This design comes from an exercise in tuning for small area, a short achievable clock period and few clock cycles per item on the open sky130 flow, not from production work.

== job 101 ==
## cz_quant
module cz_quant (
    input             clk,
    input             rst,           
    input             in_valid,
    output            in_ready,
    input      [31:0] in_d,          
    input             in_ident,      
    input       [2:0] in_table,      
    input       [4:0] in_width,      
    input       [2:0] in_dither,     
    input      [15:0] in_fn,         
    input       [2:0] in_word,       
    input      [19:0] in_entry,      
    input             in_zero,       
    output     [14:0] tbl_addr,      
    input      [15:0] tbl_data0,     
    input      [15:0] tbl_data1,     
    output reg        out_valid,
    input             out_ready,
    output reg [15:0] out_word,
    output reg [31:0] out_y          
);
==> module cz_quant, before the edit <==
module cz_quant (
    input             clk,
    input             rst,           
    input             in_valid,
    output            in_ready,
    input      [31:0] in_d,          
    input             in_ident,      
    input       [2:0] in_table,      
    input       [4:0] in_width,      
    input       [2:0] in_dither,     
    input      [15:0] in_fn,         
    input       [2:0] in_word,       
    input      [19:0] in_entry,      
    input             in_zero,       
    output     [14:0] tbl_addr,      
    input      [15:0] tbl_data0,     
    input      [15:0] tbl_data1,     
    output reg        out_valid,
    input             out_ready,
    output reg [15:0] out_word,
    output reg [31:0] out_y          
);
    reg  sk_valid;
    reg  adv;            
    reg  rdy;            
    assign in_ready = rdy;
    wire [3:0] in_v = in_fn[3:0] + {in_word, 1'b0} + {1'b0, in_word} + {in_entry[1:0], 2'b00} + in_entry[3:0];
    reg  [4:0] in_tau;
    always @* begin
        case (in_dither)
            3'd0:    in_tau = 5'b10000;
            3'd1:    in_tau = {in_v[0], 4'b1000};
            3'd2:    in_tau = {in_v[0], in_v[1], 3'b100};
            3'd3:    in_tau = {in_v[0], in_v[1], in_v[2], 2'b10};
            default: in_tau = {in_v[0], in_v[1], in_v[2], in_v[3], 1'b1};
        endcase
    end
    localparam IW = 45;
    wire [IW-1:0] in_item = {in_d[30:0], in_ident, in_table, in_width[4], in_width[2:0],
                             in_tau, in_zero};
    reg           s1_valid;
    reg  [IW-1:0] s1_item;
    always @(posedge clk) begin
        if (rst)
            s1_valid <= 1'b0;
        else if (adv)
            s1_valid <= in_valid && rdy;
        if (adv)
            s1_item <= in_item;
    end
    wire [30:0] s1_d     = s1_item[44:14];
    wire        s1_ident = s1_item[13];
    wire  [2:0] s1_table = s1_item[12:10];
    wire  [3:0] s1_wc    = s1_item[9:6];
    wire  [4:0] tau5     = s1_item[5:1];
    wire        s1_zero  = s1_item[0];
    wire [11:0] x_idx;
    wire [23:0] x_opa;
    wire  [7:0] x_k;
    cz_xstep u_x (.d(s1_d), .ident(s1_ident), .zero(s1_zero), .idx(x_idx), .op_a(x_opa), .k(x_k));
    reg        s2_valid, s2_ident;
    reg  [2:0] s2_table;
    reg [11:0] s2_idx;
    reg [23:0] s2_opa;
    reg  [7:0] s2_k;
    reg  [3:0] s2_wc;
    reg  [4:0] s2_tau;
    always @(posedge clk) begin
        if (rst)
            s2_valid <= 1'b0;
        else if (adv)
            s2_valid <= s1_valid;
        if (adv) begin
            s2_ident <= s1_ident || s1_zero;
            s2_table <= s1_table;
            s2_idx   <= x_idx;
            s2_opa   <= x_opa;
            s2_k     <= x_k;
            s2_wc    <= s1_wc;
            s2_tau   <= tau5;
        end
    end
    assign tbl_addr = {s2_table, s2_idx};
    reg        s3_valid, s3_ident;
    reg [15:0] s3_t0, s3_t1;
    reg [23:0] s3_opa;
    reg  [7:0] s3_k;
    reg  [3:0] s3_wc;
    reg  [4:0] s3_tau;
    always @(posedge clk) begin
        if (rst)
            s3_valid <= 1'b0;
        else if (adv)
            s3_valid <= s2_valid;
        if (adv) begin
            s3_ident <= s2_ident;
            s3_t0    <= tbl_data0;
            s3_t1    <= tbl_data1;
            s3_opa   <= s2_opa;
            s3_k     <= s2_k;
            s3_wc    <= s2_wc;
            s3_tau   <= s2_tau;
        end
    end
    wire [39:0] m_r;
    wire        m_sgn;
    cz_mstep u_m (.t0(s3_t0), .t1(s3_t1), .op_a(s3_opa), .ident(s3_ident), .r(m_r), .sgn(m_sgn));
    wire [44:0] a_q;
    wire        a_tiny;
    wire  [7:0] a_ue;
    wire [15:0] m_t0 = s3_ident ? 16'd0 : s3_t0;
    cz_astep u_a (.r(m_r), .sgn(m_sgn), .t0(m_t0), .k(s3_k), .q(a_q), .tiny(a_tiny), .ue(a_ue));
    reg        s5_valid, s5_tiny;
    reg [44:0] s5_q;
    reg  [7:0] s5_ue;
    reg  [3:0] s5_wc;
    reg  [4:0] s5_tau;
    always @(posedge clk) begin
        if (rst)
            s5_valid <= 1'b0;
        else if (adv)
            s5_valid <= s3_valid;
        if (adv) begin
            s5_tiny <= a_tiny;
            s5_q    <= a_q;
            s5_ue   <= a_ue;
            s5_wc   <= s3_wc;
            s5_tau  <= s3_tau;
        end
    end
    wire [31:0] o_y;
    wire [15:0] o_code;
    cz_ostep u_o (.q(s5_q), .ue(s5_ue), .tiny(s5_tiny), .wc(s5_wc), .tau5(s5_tau),
                  .yf(o_y), .code(o_code));
    wire [15:0] w_word = o_code;
    wire [31:0] w_y    = o_y;
    wire        w_valid = adv && s5_valid;      
    wire        out_free = !out_valid || out_ready;
    reg  [15:0] sk_word;
    reg  [31:0] sk_y;
    always @(posedge clk) begin
        if (rst) begin
            out_valid <= 1'b0;
            sk_valid  <= 1'b0;
            adv       <= 1'b1;
            rdy       <= 1'b0;
        end else begin
            if (out_free)
                out_valid <= sk_valid || w_valid;
            sk_valid <= !out_free && (sk_valid || w_valid);
            adv      <= !(!out_free && (sk_valid || w_valid));
            rdy      <= !(!out_free && (sk_valid || w_valid));
        end
        if (out_free) begin
            out_word <= sk_valid ? sk_word : w_word;
            out_y    <= sk_valid ? sk_y : w_y;
        end
        if (!sk_valid) begin
            sk_word <= w_word;
            sk_y    <= w_y;
        end
    end
endmodule
Settings: LEC_CHECK=0, ABC_AREA=1, CAP_MARGIN=20, CORE_MARGIN=2, CORE_UTILIZATION=40, SLEW_MARGIN=20; clock period 140.0 ns.
run.sh (not shown) runs the stock make flow with config.mk's settings and CLKGATE_MAP_FILE= SYNTH_SCRIPT=/design/flow/synth_recipe.tcl, a recipe that flattens the netlist after the stock synthesis.
Inputs modified between job 101 and job 102:
==> flow/design.v, changed modules only <==
module cz_quant (
    input             clk,
    input             rst,           
    input             in_valid,
    output            in_ready,
    input      [31:0] in_d,          
    input             in_ident,      
    input       [2:0] in_table,      
    input       [4:0] in_width,      
    input       [2:0] in_dither,     
    input      [15:0] in_fn,         
    input       [2:0] in_word,       
    input      [19:0] in_entry,      
    input             in_zero,       
    output     [14:0] tbl_addr,      
    input      [15:0] tbl_data0,     
    input      [15:0] tbl_data1,     
    output reg        out_valid,
    input             out_ready,
    output reg [15:0] out_word,
    output reg [31:0] out_y          
);
    reg  sk_valid;
    reg  adv;            
    reg  rdy;            
    assign in_ready = rdy;
    localparam IW = 54;
    wire [IW-1:0] in_item = {in_d[30:0], in_ident, in_table, in_width[4], in_width[2:0],
                             in_dither, in_fn[3:0], in_word, in_entry[3:0], in_zero};
    reg           s1_valid;
    reg  [IW-1:0] s1_item;
    always @(posedge clk) begin
        if (rst)
            s1_valid <= 1'b0;
        else if (adv)
            s1_valid <= in_valid && rdy;
        if (adv)
            s1_item <= in_item;
    end
    wire [30:0] s1_d     = s1_item[53:23];
    wire        s1_ident = s1_item[22];
    wire  [2:0] s1_table = s1_item[21:19];
    wire  [3:0] s1_wc    = s1_item[18:15];
    wire  [2:0] s1_dith  = s1_item[14:12];
    wire  [3:0] s1_fn    = s1_item[11:8];
    wire  [2:0] s1_word  = s1_item[7:5];
    wire  [3:0] s1_entry = s1_item[4:1];
    wire        s1_zero  = s1_item[0];
    wire [11:0] x_idx;
    wire [23:0] x_opa;
    wire  [7:0] x_k;
    cz_xstep u_x (.d(s1_d), .ident(s1_ident), .zero(s1_zero), .idx(x_idx), .op_a(x_opa), .k(x_k));
    wire [3:0] v = s1_fn + {s1_word, 1'b0} + {1'b0, s1_word} + {s1_entry[1:0], 2'b00} + s1_entry;
    reg  [4:0] tau5;
    always @* begin
        case (s1_dith)
            3'd0:    tau5 = 5'b10000;
            3'd1:    tau5 = {v[0], 4'b1000};
            3'd2:    tau5 = {v[0], v[1], 3'b100};
            3'd3:    tau5 = {v[0], v[1], v[2], 2'b10};
            default: tau5 = {v[0], v[1], v[2], v[3], 1'b1};
        endcase
    end
    reg        s2_valid, s2_ident;
    reg  [2:0] s2_table;
    reg [11:0] s2_idx;
    reg [23:0] s2_opa;
    reg  [7:0] s2_k;
    reg  [3:0] s2_wc;
    reg  [4:0] s2_tau;
    always @(posedge clk) begin
        if (rst)
            s2_valid <= 1'b0;
        else if (adv)
            s2_valid <= s1_valid;
        if (adv) begin
            s2_ident <= s1_ident || s1_zero;
            s2_table <= s1_table;
            s2_idx   <= x_idx;
            s2_opa   <= x_opa;
            s2_k     <= x_k;
            s2_wc    <= s1_wc;
            s2_tau   <= tau5;
        end
    end
    assign tbl_addr = {s2_table, s2_idx};
    reg        s3_valid, s3_ident;
    reg [15:0] s3_t0, s3_t1;
    reg [23:0] s3_opa;
    reg  [7:0] s3_k;
    reg  [3:0] s3_wc;
    reg  [4:0] s3_tau;
    always @(posedge clk) begin
        if (rst)
            s3_valid <= 1'b0;
        else if (adv)
            s3_valid <= s2_valid;
        if (adv) begin
            s3_ident <= s2_ident;
            s3_t0    <= tbl_data0;
            s3_t1    <= tbl_data1;
            s3_opa   <= s2_opa;
            s3_k     <= s2_k;
            s3_wc    <= s2_wc;
            s3_tau   <= s2_tau;
        end
    end
    wire [39:0] m_r;
    wire        m_sgn;
    cz_mstep u_m (.t0(s3_t0), .t1(s3_t1), .op_a(s3_opa), .ident(s3_ident), .r(m_r), .sgn(m_sgn));
    wire [44:0] a_q;
    wire        a_tiny;
    wire  [7:0] a_ue;
    wire [15:0] m_t0 = s3_ident ? 16'd0 : s3_t0;
    cz_astep u_a (.r(m_r), .sgn(m_sgn), .t0(m_t0), .k(s3_k), .q(a_q), .tiny(a_tiny), .ue(a_ue));
    reg        s5_valid, s5_tiny;
    reg [44:0] s5_q;
    reg  [7:0] s5_ue;
    reg  [3:0] s5_wc;
    reg  [4:0] s5_tau;
    always @(posedge clk) begin
        if (rst)
            s5_valid <= 1'b0;
        else if (adv)
            s5_valid <= s3_valid;
        if (adv) begin
            s5_tiny <= a_tiny;
            s5_q    <= a_q;
            s5_ue   <= a_ue;
            s5_wc   <= s3_wc;
            s5_tau  <= s3_tau;
        end
    end
    wire [31:0] o_y;
    wire [15:0] o_code;
    cz_ostep u_o (.q(s5_q), .ue(s5_ue), .tiny(s5_tiny), .wc(s5_wc), .tau5(s5_tau),
                  .yf(o_y), .code(o_code));
    wire [15:0] w_word = o_code;
    wire [31:0] w_y    = o_y;
    wire        w_valid = adv && s5_valid;      
    wire        out_free = !out_valid || out_ready;
    reg  [15:0] sk_word;
    reg  [31:0] sk_y;
    always @(posedge clk) begin
        if (rst) begin
            out_valid <= 1'b0;
            sk_valid  <= 1'b0;
            adv       <= 1'b1;
            rdy       <= 1'b0;
        end else begin
            if (out_free)
                out_valid <= sk_valid || w_valid;
            sk_valid <= !out_free && (sk_valid || w_valid);
            adv      <= !(!out_free && (sk_valid || w_valid));
            rdy      <= !(!out_free && (sk_valid || w_valid));
        end
        if (out_free) begin
            out_word <= sk_valid ? sk_word : w_word;
            out_y    <= sk_valid ? sk_y : w_y;
        end
        if (!sk_valid) begin
            sk_word <= w_word;
            sk_y    <= w_y;
        end
    end
endmodule
[summary]
- No stage failed in job 102, and the final checks on the layout all came back clean.
- [compare] base=job 101 new=job 102: worst hold slack shows no meaningful change; final RePlAce weighted congestion higher.
- Job 102 can be clocked faster than job 101.
- Post-route minimum period was lower in the run labelled job 102.
- Sort job 102 and job 101 by cell count after synthesis, descending, and job 102 comes first.
- Going from job 101 to job 102, number of DRC violations after detailed-routing iteration 0 grows by 25.
- Per the comparison of job 102 with job 101, proportion of final cell area spent on non-clock buffers decreased by 0.18 points relative to the old numbers; worst setup timing slack at the placement stage increased by 1050 ps relative to the old numbers; placement row count increased by 1 relative to the old numbers; aggregate routed wire length closely matched the old numbers; area after synthesis increased by about 1.1% relative to the old numbers.
No run of this note included a check of the RTL's function; only the layout flow was run.

========
cz_quant, a different RTL version from the one above (not shown whole).
Size in the first run: roughly 350 flip-flops, roughly 190 I/O pins.
==> module cz_quant, before the edit <==
module cz_quant (
    input             clk,
    input             rst,           
    input             in_valid,
    output            in_ready,
    input      [31:0] in_d,          
    input             in_ident,      
    input       [2:0] in_table,      
    input       [4:0] in_width,      
    input       [2:0] in_dither,     
    input      [15:0] in_fn,         
    input       [2:0] in_word,       
    input      [19:0] in_entry,      
    input             in_zero,       
    output     [14:0] tbl_addr,      
    input      [15:0] tbl_data0,     
    input      [15:0] tbl_data1,     
    output reg        out_valid,
    input             out_ready,
    output reg [15:0] out_word,
    output reg [31:0] out_y          
);
    reg  sk_valid;
    reg  adv;            
    reg  rdy;            
    assign in_ready = rdy;
    localparam IW = 54;
    wire [IW-1:0] in_item = {in_d[30:0], in_ident, in_table, in_width[4], in_width[2:0],
                             in_dither, in_fn[3:0], in_word, in_entry[3:0], in_zero};
    reg           s1_valid;
    reg  [IW-1:0] s1_item;
    always @(posedge clk) begin
        if (rst)
            s1_valid <= 1'b0;
        else if (adv)
            s1_valid <= in_valid && rdy;
        if (adv)
            s1_item <= in_item;
    end
    wire [30:0] s1_d     = s1_item[53:23];
    wire        s1_ident = s1_item[22];
    wire  [2:0] s1_table = s1_item[21:19];
    wire  [3:0] s1_wc    = s1_item[18:15];
    wire  [2:0] s1_dith  = s1_item[14:12];
    wire  [3:0] s1_fn    = s1_item[11:8];
    wire  [2:0] s1_word  = s1_item[7:5];
    wire  [3:0] s1_entry = s1_item[4:1];
    wire        s1_zero  = s1_item[0];
    wire [11:0] x_idx;
    wire [23:0] x_opa;
    wire  [7:0] x_k;
    cz_xstep u_x (.d(s1_d), .ident(s1_ident), .zero(s1_zero), .idx(x_idx), .op_a(x_opa), .k(x_k));
    wire [3:0] v = s1_fn + {s1_word, 1'b0} + {1'b0, s1_word} + {s1_entry[1:0], 2'b00} + s1_entry;
    reg  [4:0] tau5;
    always @* begin
        case (s1_dith)
            3'd0:    tau5 = 5'b10000;
            3'd1:    tau5 = {v[0], 4'b1000};
            3'd2:    tau5 = {v[0], v[1], 3'b100};
            3'd3:    tau5 = {v[0], v[1], v[2], 2'b10};
            default: tau5 = {v[0], v[1], v[2], v[3], 1'b1};
        endcase
    end
    reg        s2_valid, s2_ident;
    reg  [2:0] s2_table;
    reg [11:0] s2_idx;
    reg [23:0] s2_opa;
    reg  [7:0] s2_k;
    reg  [3:0] s2_wc;
    reg  [4:0] s2_tau;
    always @(posedge clk) begin
        if (rst)
            s2_valid <= 1'b0;
        else if (adv)
            s2_valid <= s1_valid;
        if (adv) begin
            s2_ident <= s1_ident || s1_zero;
            s2_table <= s1_table;
            s2_idx   <= x_idx;
            s2_opa   <= x_opa;
            s2_k     <= x_k;
            s2_wc    <= s1_wc;
            s2_tau   <= tau5;
        end
    end
    assign tbl_addr = {s2_table, s2_idx};
    reg        s3_valid, s3_ident;
    reg [15:0] s3_t0, s3_t1;
    reg [23:0] s3_opa;
    reg  [7:0] s3_k;
    reg  [3:0] s3_wc;
    reg  [4:0] s3_tau;
    always @(posedge clk) begin
        if (rst)
            s3_valid <= 1'b0;
        else if (adv)
            s3_valid <= s2_valid;
        if (adv) begin
            s3_ident <= s2_ident;
            s3_t0    <= tbl_data0;
            s3_t1    <= tbl_data1;
            s3_opa   <= s2_opa;
            s3_k     <= s2_k;
            s3_wc    <= s2_wc;
            s3_tau   <= s2_tau;
        end
    end
    wire [39:0] m_r;
    wire        m_sgn;
    cz_mstep u_m (.t0(s3_t0), .t1(s3_t1), .op_a(s3_opa), .ident(s3_ident), .r(m_r), .sgn(m_sgn));
    wire [44:0] a_q;
    wire        a_tiny;
    wire  [7:0] a_ue;
    wire [15:0] m_t0 = s3_ident ? 16'd0 : s3_t0;
    cz_astep u_a (.r(m_r), .sgn(m_sgn), .t0(m_t0), .k(s3_k), .q(a_q), .tiny(a_tiny), .ue(a_ue));
    reg        s5_valid, s5_tiny;
    reg [44:0] s5_q;
    reg  [7:0] s5_ue;
    reg  [3:0] s5_wc;
    reg  [4:0] s5_tau;
    always @(posedge clk) begin
        if (rst)
            s5_valid <= 1'b0;
        else if (adv)
            s5_valid <= s3_valid;
        if (adv) begin
            s5_tiny <= a_tiny;
            s5_q    <= a_q;
            s5_ue   <= a_ue;
            s5_wc   <= s3_wc;
            s5_tau  <= s3_tau;
        end
    end
    wire [31:0] o_y;
    wire [15:0] o_code;
    cz_ostep u_o (.q(s5_q), .ue(s5_ue), .tiny(s5_tiny), .wc(s5_wc), .tau5(s5_tau),
                  .yf(o_y), .code(o_code));
    wire [15:0] w_word = o_code;
    wire [31:0] w_y    = o_y;
    wire        w_valid = adv && s5_valid;      
    wire        out_free = !out_valid || out_ready;
    wire        pend = sk_valid || w_valid;        
    wire        hold = out_valid && pend;          
    reg  [15:0] sk_word;
    reg  [31:0] sk_y;
    always @(posedge clk) begin
        if (rst) begin
            out_valid <= 1'b0;
            sk_valid  <= 1'b0;
            adv       <= 1'b1;
            rdy       <= 1'b0;
        end else begin
            out_valid <= pend || (out_valid && !out_ready);
            sk_valid  <= hold && !out_ready;
            adv       <= !hold || out_ready;
            rdy       <= !hold || out_ready;
        end
        if (out_free) begin
            out_word <= sk_valid ? sk_word : w_word;
            out_y    <= sk_valid ? sk_y : w_y;
        end
        if (!sk_valid) begin
            sk_word <= w_word;
            sk_y    <= w_y;
        end
    end
endmodule
make LEC_CHECK=0 ABC_AREA=1 CAP_MARGIN=20 CORE_MARGIN=2 CORE_UTILIZATION=60 SLEW_MARGIN=20 finish   # period 140.0 ns
Edit:
--- a/flow/design.v
+++ b/flow/design.v
@@ -388,25 +388,24 @@
                   .yf(o_y), .code(o_code));
     wire [15:0] w_word = o_code;
     wire [31:0] w_y    = o_y;
     wire        w_valid = adv && s5_valid;      
     wire        out_free = !out_valid || out_ready;
-    wire        pend = sk_valid || w_valid;        
-    wire        hold = out_valid && pend;          
     reg  [15:0] sk_word;
     reg  [31:0] sk_y;
     always @(posedge clk) begin
         if (rst) begin
             out_valid <= 1'b0;
             sk_valid  <= 1'b0;
             adv       <= 1'b1;
             rdy       <= 1'b0;
         end else begin
-            out_valid <= pend || (out_valid && !out_ready);
-            sk_valid  <= hold && !out_ready;
-            adv       <= !hold || out_ready;
-            rdy       <= !hold || out_ready;
+            if (out_free)
+                out_valid <= sk_valid || w_valid;
+            sk_valid <= !out_free && (sk_valid || w_valid);
+            adv      <= !(!out_free && (sk_valid || w_valid));
+            rdy      <= !(!out_free && (sk_valid || w_valid));
         end
         if (out_free) begin
             out_word <= sk_valid ? sk_word : w_word;
             out_y    <= sk_valid ? sk_y : w_y;
         end
Effect: Non-clock buffer count came out lower by 4; final area is about the same; register-to-register slack improves by 0.08 ns; worst hold slack gains 0.0043 ns; via count hardly moves; die area barely changes; first-iteration DRC count grows by about 1.1%; final cell count barely changes; area after synthesis is about the same; sequential share of layout area barely changes; clock skew goes down by 0.018 ns.
Function was not checked in any run of this note: the RTL went through the layout flow alone.

-- static timing again, ports no longer ideal --
Ports are ideal in the flow. The routed layouts listed here were re-timed in OpenROAD. Step 1, drivers: a clkbuf_16 drives clk and a buf_2 each remaining input, both assumed. Step 2, shift: input delay + t, output delay - t, t = (earliest + latest rising clock arrival at the registers) / 2. This alone moves slack from input paths to output paths. Slacks: no drivers / after step 1 / after step 2; pairs: no drivers / after step 1.
run | t, ns | slack for setup (ns) | worst data-port slew with drivers (ns) | cell pins on the clock port's net
job 101 | 0.678 | 110.063 / 110.108 / 109.430 | 0.08 | 1
job 102 | 0.692 | 110.462 / 110.391 / 110.498 | 0.07 | 1
the first run of note 2 | 0.643 | 110.508 / 110.437 / 110.435 | 0.05 | 1
the second run of note 2 | 0.651 | 110.499 / 110.430 / 110.372 | 0.07 | 1
After both steps setup and hold are still met in every run listed. For job 101, which loses most, drivers alone change the setup slack by +0.045 ns; drivers and shift together by -0.633 ns.
